This is an optimization exercise on Yosys and OpenROAD, whose aim is small area, a short achievable clock period and few clock cycles per item, not a production implementation.
The RTL of this run was laid out without a check of its function.

**flow/config.mk**
```make
export PLATFORM = sky130hd
export DESIGN_NAME = k24_xu
export DESIGN_NICKNAME = k24_xu
export VERILOG_FILES = /design/flow/design.v
export SDC_FILE = /design/flow/constraint.sdc
export NUM_CORES = 4
export LEC_CHECK = 0
export CAP_MARGIN = 20
export CORE_MARGIN = 2
export CORE_UTILIZATION = 40
export SLEW_MARGIN = 20
```
**flow/constraint.sdc**
```tcl
create_clock -name core_clock -period 16.0 [get_ports {clk}]
set_input_delay 3.2000 -clock core_clock [delete_from_list [all_inputs] [get_ports {clk}]]
set_output_delay 3.2000 -clock core_clock [all_outputs]
set_load 0.01 [all_outputs]
```
**flow/design.v**
```verilog
module k24_xu (
    input             clk,
    input             rst,           
    input             in_valid,
    output            in_ready,
    input      [23:0] in_instr,      
    input      [23:0] in_wa,         
    input      [23:0] in_wb,         
    input      [23:0] in_wd,         
    input             in_ovt,        
    output reg        out_valid,
    output reg        out_we,        
    output reg [3:0]  out_rd,        
    output reg [23:0] out_wdata,
    output     [3:0]  out_flags,     
    output reg        out_exc,
    output reg [15:0] out_ecause     
);
    localparam OP_NOP  = 8'h00, OP_ADD  = 8'h01, OP_ADC  = 8'h02, OP_SUB  = 8'h03,
               OP_SBC  = 8'h04, OP_AND  = 8'h05, OP_OR   = 8'h06, OP_XOR  = 8'h07,
               OP_SHL  = 8'h08, OP_SHR  = 8'h09, OP_SAR  = 8'h0A, OP_ROR  = 8'h0B,
               OP_MIN  = 8'h0C, OP_MAX  = 8'h0D, OP_ADDS = 8'h0E, OP_SUBS = 8'h0F,
               OP_ADDI = 8'h10, OP_ANDI = 8'h11, OP_ORI  = 8'h12, OP_XORI = 8'h13,
               OP_SHLI = 8'h14, OP_SHRI = 8'h15, OP_SARI = 8'h16, OP_CMPI = 8'h17,
               OP_CMP  = 8'h18, OP_TST  = 8'h19, OP_LDK  = 8'h1A, OP_LDH  = 8'h1B,
               OP_NEG  = 8'h1D, OP_ABS  = 8'h1E, OP_CLZ  = 8'h1F,
               OP_MUL  = 8'h30, OP_MULU = 8'h31, OP_MULF = 8'h32, OP_MAC  = 8'h33,
               OP_MACF = 8'h34, OP_MSU  = 8'h35, OP_MFH  = 8'h36, OP_MFL  = 8'h37,
               OP_MFR  = 8'h38, OP_MTA  = 8'h39, OP_DIV  = 8'h3A, OP_DIVU = 8'h3B;
    localparam CAUSE_RESERVED = 8'd1, CAUSE_DIVZERO = 8'd6, CAUSE_ACCOVF = 8'd7;
    reg  [3:0]  flags;               
    reg  [47:0] acc;                 
    wire        fN = flags[3], fZ = flags[2], fC = flags[1], fV = flags[0];
    assign out_flags = flags;
    reg         div_busy;
    reg  [4:0]  div_count;
    reg  [23:0] div_rem;
    reg  [23:0] div_quo;
    reg  [23:0] div_den;
    reg         div_signed;
    reg         div_neg;             
    reg         div_aneg;            
    reg         div_zero;            
    reg  [3:0]  div_rd;
    assign in_ready = !div_busy;
    wire accept = in_valid && in_ready;
    wire [7:0]  op    = in_instr[23:16];
    wire [3:0]  f_d   = in_instr[15:12];
    wire [3:0]  f_a   = in_instr[11:8];
    wire [3:0]  f_b   = in_instr[7:4];
    wire [3:0]  f_lo  = in_instr[3:0];
    wire [7:0]  imm8  = in_instr[7:0];
    wire [11:0] imm12 = in_instr[11:0];
    wire [23:0] imm8_s  = {{16{imm8[7]}}, imm8};
    wire [23:0] imm8_z  = {16'd0, imm8};
    wire [23:0] imm12_s = {{12{imm12[11]}}, imm12};
    reg legal;
    always @(*) begin
        case (op)
            OP_NOP:                                   legal = (in_instr[15:0] == 16'd0);
            OP_ADD, OP_ADC, OP_SUB, OP_SBC, OP_AND, OP_OR, OP_XOR,
            OP_SHL, OP_SHR, OP_SAR, OP_ROR, OP_MIN, OP_MAX, OP_ADDS,
            OP_SUBS, OP_DIV, OP_DIVU:                 legal = (f_lo == 4'd0);
            OP_ADDI, OP_ANDI, OP_ORI, OP_XORI,
            OP_LDK, OP_LDH:                           legal = 1'b1;
            OP_SHLI, OP_SHRI, OP_SARI:                legal = (imm8[7:5] == 3'd0);
            OP_CMPI:                                  legal = (f_d == 4'd0);
            OP_CMP, OP_TST,
            OP_MUL, OP_MULU, OP_MULF, OP_MAC,
            OP_MACF, OP_MSU, OP_MTA:                  legal = (f_d == 4'd0) && (f_lo == 4'd0);
            OP_NEG, OP_ABS, OP_CLZ:                   legal = (f_b == 4'd0) && (f_lo == 4'd0);
            OP_MFH, OP_MFL, OP_MFR:                   legal = (f_a == 4'd0) && (f_b == 4'd0) && (f_lo == 4'd0);
            default:                                  legal = 1'b0;
        endcase
    end
    wire is_div = (op == OP_DIV) || (op == OP_DIVU);
    wire [23:0] a = in_wa;
    reg  [23:0] b;
    always @(*) begin
        case (op)
            OP_ADDI, OP_CMPI:         b = imm8_s;
            OP_ANDI, OP_ORI, OP_XORI: b = imm8_z;
            OP_SHLI, OP_SHRI, OP_SARI: b = {19'd0, imm8[4:0]};
            default:                  b = in_wb;
        endcase
    end
    wire [24:0] sum_add = {1'b0, a} + {1'b0, b};
    wire [24:0] sum_adc = {1'b0, a} + {1'b0, b} + {24'd0, fC};
    wire [24:0] sum_sub = {1'b0, a} + {1'b0, ~b} + 25'd1;
    wire [24:0] sum_sbc = {1'b0, a} + {1'b0, ~b} + {24'd0, fC};
    wire [24:0] sum_neg = {1'b0, 24'd0} + {1'b0, ~a} + 25'd1;
    wire v_add = (a[23] == b[23]) && (sum_add[23] != a[23]);
    wire v_adc = (a[23] == b[23]) && (sum_adc[23] != a[23]);
    wire v_sub = (a[23] != b[23]) && (sum_sub[23] != a[23]);
    wire v_sbc = (a[23] != b[23]) && (sum_sbc[23] != a[23]);
    wire [23:0] sat_add = v_add ? (a[23] ? 24'h800000 : 24'h7FFFFF) : sum_add[23:0];
    wire [23:0] sat_sub = v_sub ? (a[23] ? 24'h800000 : 24'h7FFFFF) : sum_sub[23:0];
    wire [5:0]  shamt = b[5:0];
    wire [47:0] shl_full = {24'd0, a} << shamt;           
    wire [47:0] shr_full = {a, 24'd0} >> shamt;           
    wire [47:0] sar_full = $signed({a, 24'd0}) >>> shamt;
    reg  [23:0] shl_r, shr_r, sar_r;
    reg         shl_c, shr_c, sar_c;
    always @(*) begin
        shl_r = shl_full[23:0];
        shr_r = shr_full[47:24];
        sar_r = sar_full[47:24];
        if (shamt == 6'd0) begin
            shl_c = fC; shr_c = fC; sar_c = fC;
        end else if (shamt <= 6'd24) begin
            shl_c = a[5'd24 - shamt[4:0]];
            shr_c = a[shamt[4:0] - 5'd1];
            sar_c = a[shamt[4:0] - 5'd1];
        end else begin
            shl_c = 1'b0;
            shr_c = 1'b0;
            sar_c = a[23];
        end
    end
    wire [5:0]  rot = shamt % 6'd24;
    wire [47:0] ror_full = {a, a} >> rot;
    wire [23:0] ror_r = ror_full[23:0];
    wire        ror_c = (shamt == 6'd0) ? fC : ror_r[23];
    wire [23:0] and_r = a & b;
    wire        a_lt_b = $signed(a) < $signed(b);
    wire [23:0] min_r  = a_lt_b ? a : b;
    wire [23:0] max_r  = a_lt_b ? b : a;
    wire [23:0] abs_r = a[23] ? ((a == 24'h800000) ? 24'h7FFFFF : sum_neg[23:0]) : a;
    wire        abs_v = (a == 24'h800000);
    reg  [4:0]  clz_r;
    integer     i;
    always @(*) begin
        clz_r = 5'd24;
        for (i = 0; i < 24; i = i + 1)
            if (a[i]) clz_r = 5'd23 - i[4:0];
    end
    wire signed [47:0] prod_s = $signed(a) * $signed(b);
    wire        [47:0] prod_u = a * b;
    reg  signed [49:0] acc_term;
    always @(*) begin
        case (op)
            OP_MACF: acc_term = {{1{prod_s[47]}}, prod_s, 1'b0};
            OP_MSU:  acc_term = -{{2{prod_s[47]}}, prod_s};
            default: acc_term = {{2{prod_s[47]}}, prod_s};
        endcase
    end
    wire [49:0] acc_sum = {{2{acc[47]}}, acc} + acc_term;
    wire        acc_ovf = (acc_sum[49:47] != 3'b000) && (acc_sum[49:47] != 3'b111);
    wire [48:0] mfr_sum = {acc[47], acc} + 49'd8388608;    
    wire        mfr_sat = (mfr_sum[48:47] == 2'b01);
    wire [23:0] mfr_r   = mfr_sat ? 24'h7FFFFF : mfr_sum[47:24];
    reg         r_we;
    reg  [23:0] r_data;
    reg  [3:0]  r_flags;
    reg  [47:0] r_acc;
    reg         r_exc;
    reg  [15:0] r_ecause;
    always @(*) begin
        r_we     = 1'b0;
        r_data   = 24'd0;
        r_flags  = flags;
        r_acc    = acc;
        r_exc    = 1'b0;
        r_ecause = 16'd0;
        if (!legal) begin
            r_exc    = 1'b1;
            r_ecause = {op, CAUSE_RESERVED};
        end else begin
            case (op)
                OP_ADD, OP_ADDI: begin
                    r_we = 1'b1; r_data = sum_add[23:0];
                    r_flags = {sum_add[23], sum_add[23:0] == 24'd0, sum_add[24], v_add};
                end
                OP_ADC: begin
                    r_we = 1'b1; r_data = sum_adc[23:0];
                    r_flags = {sum_adc[23], sum_adc[23:0] == 24'd0, sum_adc[24], v_adc};
                end
                OP_SUB: begin
                    r_we = 1'b1; r_data = sum_sub[23:0];
                    r_flags = {sum_sub[23], sum_sub[23:0] == 24'd0, sum_sub[24], v_sub};
                end
                OP_CMP, OP_CMPI: begin
                    r_flags = {sum_sub[23], sum_sub[23:0] == 24'd0, sum_sub[24], v_sub};
                end
                OP_SBC: begin
                    r_we = 1'b1; r_data = sum_sbc[23:0];
                    r_flags = {sum_sbc[23], sum_sbc[23:0] == 24'd0, sum_sbc[24], v_sbc};
                end
                OP_AND, OP_ANDI: begin
                    r_we = 1'b1; r_data = and_r;
                    r_flags = {r_data[23], r_data == 24'd0, fC, fV};
                end
                OP_TST: begin
                    r_flags = {and_r[23], and_r == 24'd0, fC, fV};
                end
                OP_OR, OP_ORI: begin
                    r_we = 1'b1; r_data = a | b;
                    r_flags = {r_data[23], r_data == 24'd0, fC, fV};
                end
                OP_XOR, OP_XORI: begin
                    r_we = 1'b1; r_data = a ^ b;
                    r_flags = {r_data[23], r_data == 24'd0, fC, fV};
                end
                OP_SHL, OP_SHLI: begin
                    r_we = 1'b1; r_data = shl_r;
                    r_flags = {shl_r[23], shl_r == 24'd0, shl_c, 1'b0};
                end
                OP_SHR, OP_SHRI: begin
                    r_we = 1'b1; r_data = shr_r;
                    r_flags = {shr_r[23], shr_r == 24'd0, shr_c, 1'b0};
                end
                OP_SAR, OP_SARI: begin
                    r_we = 1'b1; r_data = sar_r;
                    r_flags = {sar_r[23], sar_r == 24'd0, sar_c, 1'b0};
                end
                OP_ROR: begin
                    r_we = 1'b1; r_data = ror_r;
                    r_flags = {ror_r[23], ror_r == 24'd0, ror_c, 1'b0};
                end
                OP_MIN: begin
                    r_we = 1'b1; r_data = min_r;
                    r_flags = {min_r[23], min_r == 24'd0, fC, fV};
                end
                OP_MAX: begin
                    r_we = 1'b1; r_data = max_r;
                    r_flags = {max_r[23], max_r == 24'd0, fC, fV};
                end
                OP_ADDS: begin
                    r_we = 1'b1; r_data = sat_add;
                    r_flags = {sat_add[23], sat_add == 24'd0, sum_add[24], v_add};
                end
                OP_SUBS: begin
                    r_we = 1'b1; r_data = sat_sub;
                    r_flags = {sat_sub[23], sat_sub == 24'd0, sum_sub[24], v_sub};
                end
                OP_LDK: begin
                    r_we = 1'b1; r_data = imm12_s;
                end
                OP_LDH: begin
                    r_we = 1'b1; r_data = {imm12, in_wd[11:0]};
                end
                OP_NEG: begin
                    r_we = 1'b1; r_data = sum_neg[23:0];
                    r_flags = {sum_neg[23], sum_neg[23:0] == 24'd0, sum_neg[24], a == 24'h800000};
                end
                OP_ABS: begin
                    r_we = 1'b1; r_data = abs_r;
                    r_flags = {abs_r[23], abs_r == 24'd0, fC, abs_v};
                end
                OP_CLZ: begin
                    r_we = 1'b1; r_data = {19'd0, clz_r};
                    r_flags = {fN, clz_r == 5'd0, fC, fV};
                end
                OP_MUL:  r_acc = prod_s;
                OP_MULU: r_acc = prod_u;
                OP_MULF: r_acc = {prod_s[46:0], 1'b0};
                OP_MAC, OP_MACF, OP_MSU: begin
                    r_acc = acc_sum[47:0];
                    if (in_ovt && acc_ovf) begin
                        r_exc    = 1'b1;
                        r_ecause = {8'd0, CAUSE_ACCOVF};
                    end
                end
                OP_MFH: begin
                    r_we = 1'b1; r_data = acc[47:24];
                end
                OP_MFL: begin
                    r_we = 1'b1; r_data = acc[23:0];
                end
                OP_MFR: begin
                    r_we = 1'b1; r_data = mfr_r;
                    r_flags = {fN, fZ, fC, mfr_sat};
                end
                OP_MTA:  r_acc = {a, b};
                default: ;                               
            endcase
        end
    end
    wire        dv_signed = (op == OP_DIV);
    wire [23:0] dv_amag   = (dv_signed && a[23]) ? (~a + 24'd1) : a;
    wire [23:0] dv_bmag   = (dv_signed && b[23]) ? (~b + 24'd1) : b;
    wire [24:0] div_shift = {div_rem, div_quo[23]};
    wire [24:0] div_diff  = div_shift - {1'b0, div_den};
    wire        div_fits  = !div_diff[24];
    wire [23:0] div_rem_n = div_fits ? div_diff[23:0] : div_shift[23:0];
    wire [23:0] div_quo_n = {div_quo[22:0], div_fits};
    reg  [23:0] div_result;
    always @(*) begin
        if (div_zero)
            div_result = (div_signed && div_aneg) ? 24'h800000 : 24'h7FFFFF;
        else if (!div_signed)
            div_result = div_quo_n;
        else if (div_neg)
            div_result = ~div_quo_n + 24'd1;
        else if (div_quo_n[23])
            div_result = 24'h7FFFFF;                    
        else
            div_result = div_quo_n;
    end
    always @(posedge clk) begin
        if (rst) begin
            flags      <= 4'd0;
            acc        <= 48'd0;
            div_busy   <= 1'b0;
            div_count  <= 5'd0;
            out_valid  <= 1'b0;
            out_we     <= 1'b0;
            out_rd     <= 4'd0;
            out_wdata  <= 24'd0;
            out_exc    <= 1'b0;
            out_ecause <= 16'd0;
        end else begin
            out_valid <= 1'b0;
            if (div_busy) begin
                div_rem   <= div_rem_n;
                div_quo   <= div_quo_n;
                div_count <= div_count - 5'd1;
                if (div_count == 5'd1) begin
                    div_busy   <= 1'b0;
                    out_valid  <= 1'b1;
                    out_we     <= 1'b1;
                    out_rd     <= div_rd;
                    out_wdata  <= div_result;
                    out_exc    <= div_zero;
                    out_ecause <= div_zero ? {8'd0, CAUSE_DIVZERO} : 16'd0;
                end
            end else if (accept) begin
                if (legal && is_div) begin
                    div_busy   <= 1'b1;
                    div_count  <= 5'd24;
                    div_rem    <= 24'd0;
                    div_quo    <= dv_amag;
                    div_den    <= dv_bmag;
                    div_signed <= dv_signed;
                    div_neg    <= dv_signed && (a[23] != b[23]);
                    div_aneg   <= dv_signed && a[23];
                    div_zero   <= (b == 24'd0);
                    div_rd     <= f_d;
                end else begin
                    out_valid  <= 1'b1;
                    out_we     <= r_we;
                    out_rd     <= f_d;
                    out_wdata  <= r_data;
                    out_exc    <= r_exc;
                    out_ecause <= r_ecause;
                    flags      <= r_flags;
                    acc        <= r_acc;
                end
            end
        end
    end
endmodule
```
**flow/run.sh**
```bash
#!/bin/bash
# synth_recipe.tcl (not shown) runs the flow's synth.tcl, then flattens the netlist and writes it again
# the make line also repeats each setting of config.mk as NAME=value (left out here)
make -C /OpenROAD-flow-scripts/flow DESIGN_CONFIG=/design/flow/config.mk WORK_HOME=/design/flow/orfs CLKGATE_MAP_FILE= SYNTH_SCRIPT=/design/flow/synth_recipe.tcl finish
```
==> impl_metrics.json <==
{
  "dp.cells": 10084,
  "row_count": 142,
  "synth.mux.area_fraction_pct": 3.360,
  "cp_max_fo": 12,
  "grt_overflow": 0,
  "synth_cells": 7690,
  "die_h_um": 392.7,
  "cp.required_ns": 16.46,
  "cts_max_level": 4,
  "grt_max_degree": 69,
  "insertion_delay_ns": 0.60,
  "post-route-period-util_pct": 97.32,
  "slew_headroom_pct": 6.496,
  "criticalPathCategory": "in2reg",
  "tightest_slew_ns": 1.403,
  "reg2reg_slack_ns": 7.61,
  "hold-worst-slack_ns": 0.5021,
  "synth-compound-area-share_pct": 20.89,
  "multi_input_area_um2": 50410,
  "crit_top_cell": "fa_1",
  "track_usage_pct": 45.31,
  "synth_seq_cells": 179,
  "final_common_cell": "inv_1",
  "synth-xor-area-share_pct": 5.140,
  "syn_area_per_cell_um2": 7.860,
  "gp_congestion": 1.111,
  "initial_utilization_pct": 40.31,
  "numCtsBuffers": 17,
  "nets": 9415,
  "yosys_warnings": 1,
  "seqCellArea_um2": 4385,
  "setup.worst_path.end_class": "flop",
  "core_area_um2": 150000,
  "slew_violations": 0,
  "synth_top_family_by_area": "adder cells",
  "synth-seq-area-share_pct": 7.254,
  "clk_pin_slew_ns": 0.09,
  "vias_per_cell": 6.447,
  "final_cell_mix": "inv_1, fa_1, nand2_1",
  "tritoncts": "yes",
  "antenna_found_initial": 24,
  "rr_endpoint": "out_wdata[22]",
  "synth-edff-count": 80,
  "ios": 152,
  "clock_sinks": 179,
  "reg2reg_from": "div_quo[23]",
  "hold_depth": 2,
  "drt_iter0_drc": 8046,
  "numPortBuffers": 134,
  "cts.path.max_buffers": 2,
  "min_period_ns": 15.57,
  "drc": 0,
  "drt_pass1_iterations": 7,
  "syn_area_um2": 60440,
  "hold_path_class": "reg2reg",
  "timing.fmax_ghz": 0.06422,
  "ys_async_sr_fraction_pct": 0,
  "via_count": 65333,
  "grt_pass1_vias": 63631,
  "worstPathArrival_ns": 16.03,
  "grt_pass1_wl_um": 490500,
  "cts-root-buf": "clkbuf_16",
  "endpoint": "out_exc",
  "die_x_um": 392.7,
  "dp.final_hpwl_um": 286300,
  "finalNonFillerCells": 10134,
  "crit_path_start_kind": "input pin",
  "startpoint": "in_instr[23]",
  "dieArea_um2": 154200,
  "ant_nets": 0,
  "crit_slowest_cell": "fa_1",
  "fillers": 15263,
  "routed_wirelength_um": 350600,
  "synth_adder_area_share_pct": 35.43,
  "cap_violations": 0,
  "fin_worst_skew_ns": 0.05562,
  "hold_buffers": 0,
  "finalHoldViolCount": 0,
  "synthFlopType": "dfxtp_1",
  "routedWlPerCell_um": 34.60,
  "synth_cell_types": 125,
  "synthToLayoutAreaGrowth_pct": 13.89,
  "synthSimpleGateAreaFrac_pct": 18.25,
  "outcome": "complete, no violations",
  "critical-path-max-stage-delay_ns": 0.59,
  "setup_viol": 0,
  "drive_above_1_share_pct": 12.28,
  "worstRegToRegCells": 26
}
==> kinds of logic after synthesis <==
family	count (synthesis)
compound gates	1879
fa+ha+maj	1225
xor+xnor	346
flops	179
mux	140
simple gates	2400
other cells	1
buf+inv	1520
==> layout make-up <==
class	instances	share of cell area, %
repair buffers	863	10.17
well taps	2016	3.664
inverters	1034	5.655
clock buffers	20	0.6652
multi-input cells	5995	73.23
diodes	15	0.05453
flip-flops and latches	179	6.371
clock inverters	12	0.1981
==> Yosys cell counts (38+ instances only) <==
| cell | number | area, µm² |
|---|---|---|
| clkbuf_1 | 376 | 1411 |
| a22oi_1 | 49 | 367.9 |
| fa_1 | 811 | 16240 |
| buf_1 | 52 | 195.2 |
| a31oi_1 | 91 | 569.3 |
| xnor2_1 | 241 | 2111 |
| a21oi_1 | 434 | 2172 |
| nand2b_1 | 44 | 275.3 |
| xor2_1 | 98 | 858.3 |
| mux4_2 | 46 | 1036 |
| a21o_1 | 111 | 833.3 |
| buf_2 | 38 | 190.2 |
| o21ai_1 | 50 | 250.2 |
| inv_1 | 992 | 3724 |
| nand2_1 | 786 | 2950 |
| and3_1 | 50 | 312.8 |
| nor2_1 | 751 | 2819 |
| nor3_1 | 166 | 830.8 |
| or3_1 | 38 | 237.7 |
| ha_1 | 414 | 5180 |
| o21ai_0 | 364 | 1822 |
| o211ai_1 | 92 | 690.7 |
| nor4_1 | 63 | 394.1 |
| o221ai_1 | 60 | 525.5 |
| nand3_1 | 200 | 1001 |
| o22ai_1 | 45 | 281.5 |
| mux2i_1 | 73 | 730.7 |
| nand4_1 | 83 | 519.3 |
| dfxtp_1 | 99 | 1982 |
| a211oi_1 | 92 | 690.7 |
| a221oi_1 | 74 | 648.1 |
| o31ai_1 | 40 | 300.3 |
| edfxtp_1 | 80 | 2402 |
==> layer usage <==
metal | GRT usage, % | up-vias | part of all wire [%]
li1 | - | 27269 | -
met1 | 57.72 | 32580 | 39
met2 | 65.67 | 4362 | 41
met3 | 13.51 | 1108 | 11
met4 | 31.11 | 14 | 8.6
met5 | 0 | - | 0.026
==> timing repair <==
item / in CTS / in global routing
setup endpoints to repair: 0 / 3
buffers inserted: 0 / 1
resized for setup: 0 / 11
==> stage by stage <==
| stage | utilization, % | setup TNS [ns] | setup slack, ns | instance area [µm²] |
|---|---|---|---|---|
| after floorplan | - | 0 | 0.4036 | 60460 |
| after global placement | 45.40 | -0.3998 | -0.1555 | 68080 |
| after detailed placement | 45.42 | -0.2133 | -0.1114 | 68110 |
| after CTS | 45.81 | 0 | 0.4098 | 68700 |
| after global routing | 45.88 | -0.06010 | -0.06010 | 68800 |
| final | 45.91 | 0 | 0.4289 | 68840 |
==> worst min-delay path by stage <==
stage | start | end | slack (ns)
detailed placement | acc[23] | acc[23] | 0.49
global placement | acc[23] | acc[23] | 0.48
floorplan | acc[11] | acc[11] | 0.45
CTS | acc[23] | acc[23] | 0.50
finish | out_wdata[6] | out_wdata[6] | 0.50
global route | out_wdata[6] | out_wdata[6] | 0.53
==> state kept, by name, summed over array words and instances, names as in the netlist, 4 cells and up <==
register and cells:
out_wdata 24, div_rem 24, flags 4, acc 48, div_count 5, out_ecause 10, out_rd 4, div_den 24
div_quo 24, div_rd 4
==> worst max-delay path: cells and delay by family <==
family / cells / cell delay [ns]
compound gates: 12 / 3.04
mux: 1 / 0.15
xor+xnor: 4 / 0.97
simple gates: 9 / 2.24
fa+ha+maj: 9 / 4.50
buf+inv: 8 / 1.87

-- re-timing with driven ports --
No port has a modelled driver above. Below, the same layout with a new extraction and two added sets of constraints.
Step 1, drivers: a clkbuf_16 drives clk and a buf_2 each remaining input, both assumed.
Step 2, shift: input delay + t, output delay - t, t = (earliest + latest rising clock arrival at the registers) / 2. This alone moves slack from input paths to output paths.
Three values: no drivers, after step 1, after step 2; two values: the first two.
shift t [ns]: 0.658
setup WS [ns]: 0.429 / 0.495 / -0.163
worst setup path at the end: input to register
latest minus earliest clock arrival (ns): 0.056 / 0.056
worst register clock-pin slew, ns: 0.13 / 0.13
With both steps, setup timing fails in this run, where it was met with ideal ports. The setup slack of this run moves by +0.066 ns with the drivers and by -0.592 ns with both steps.
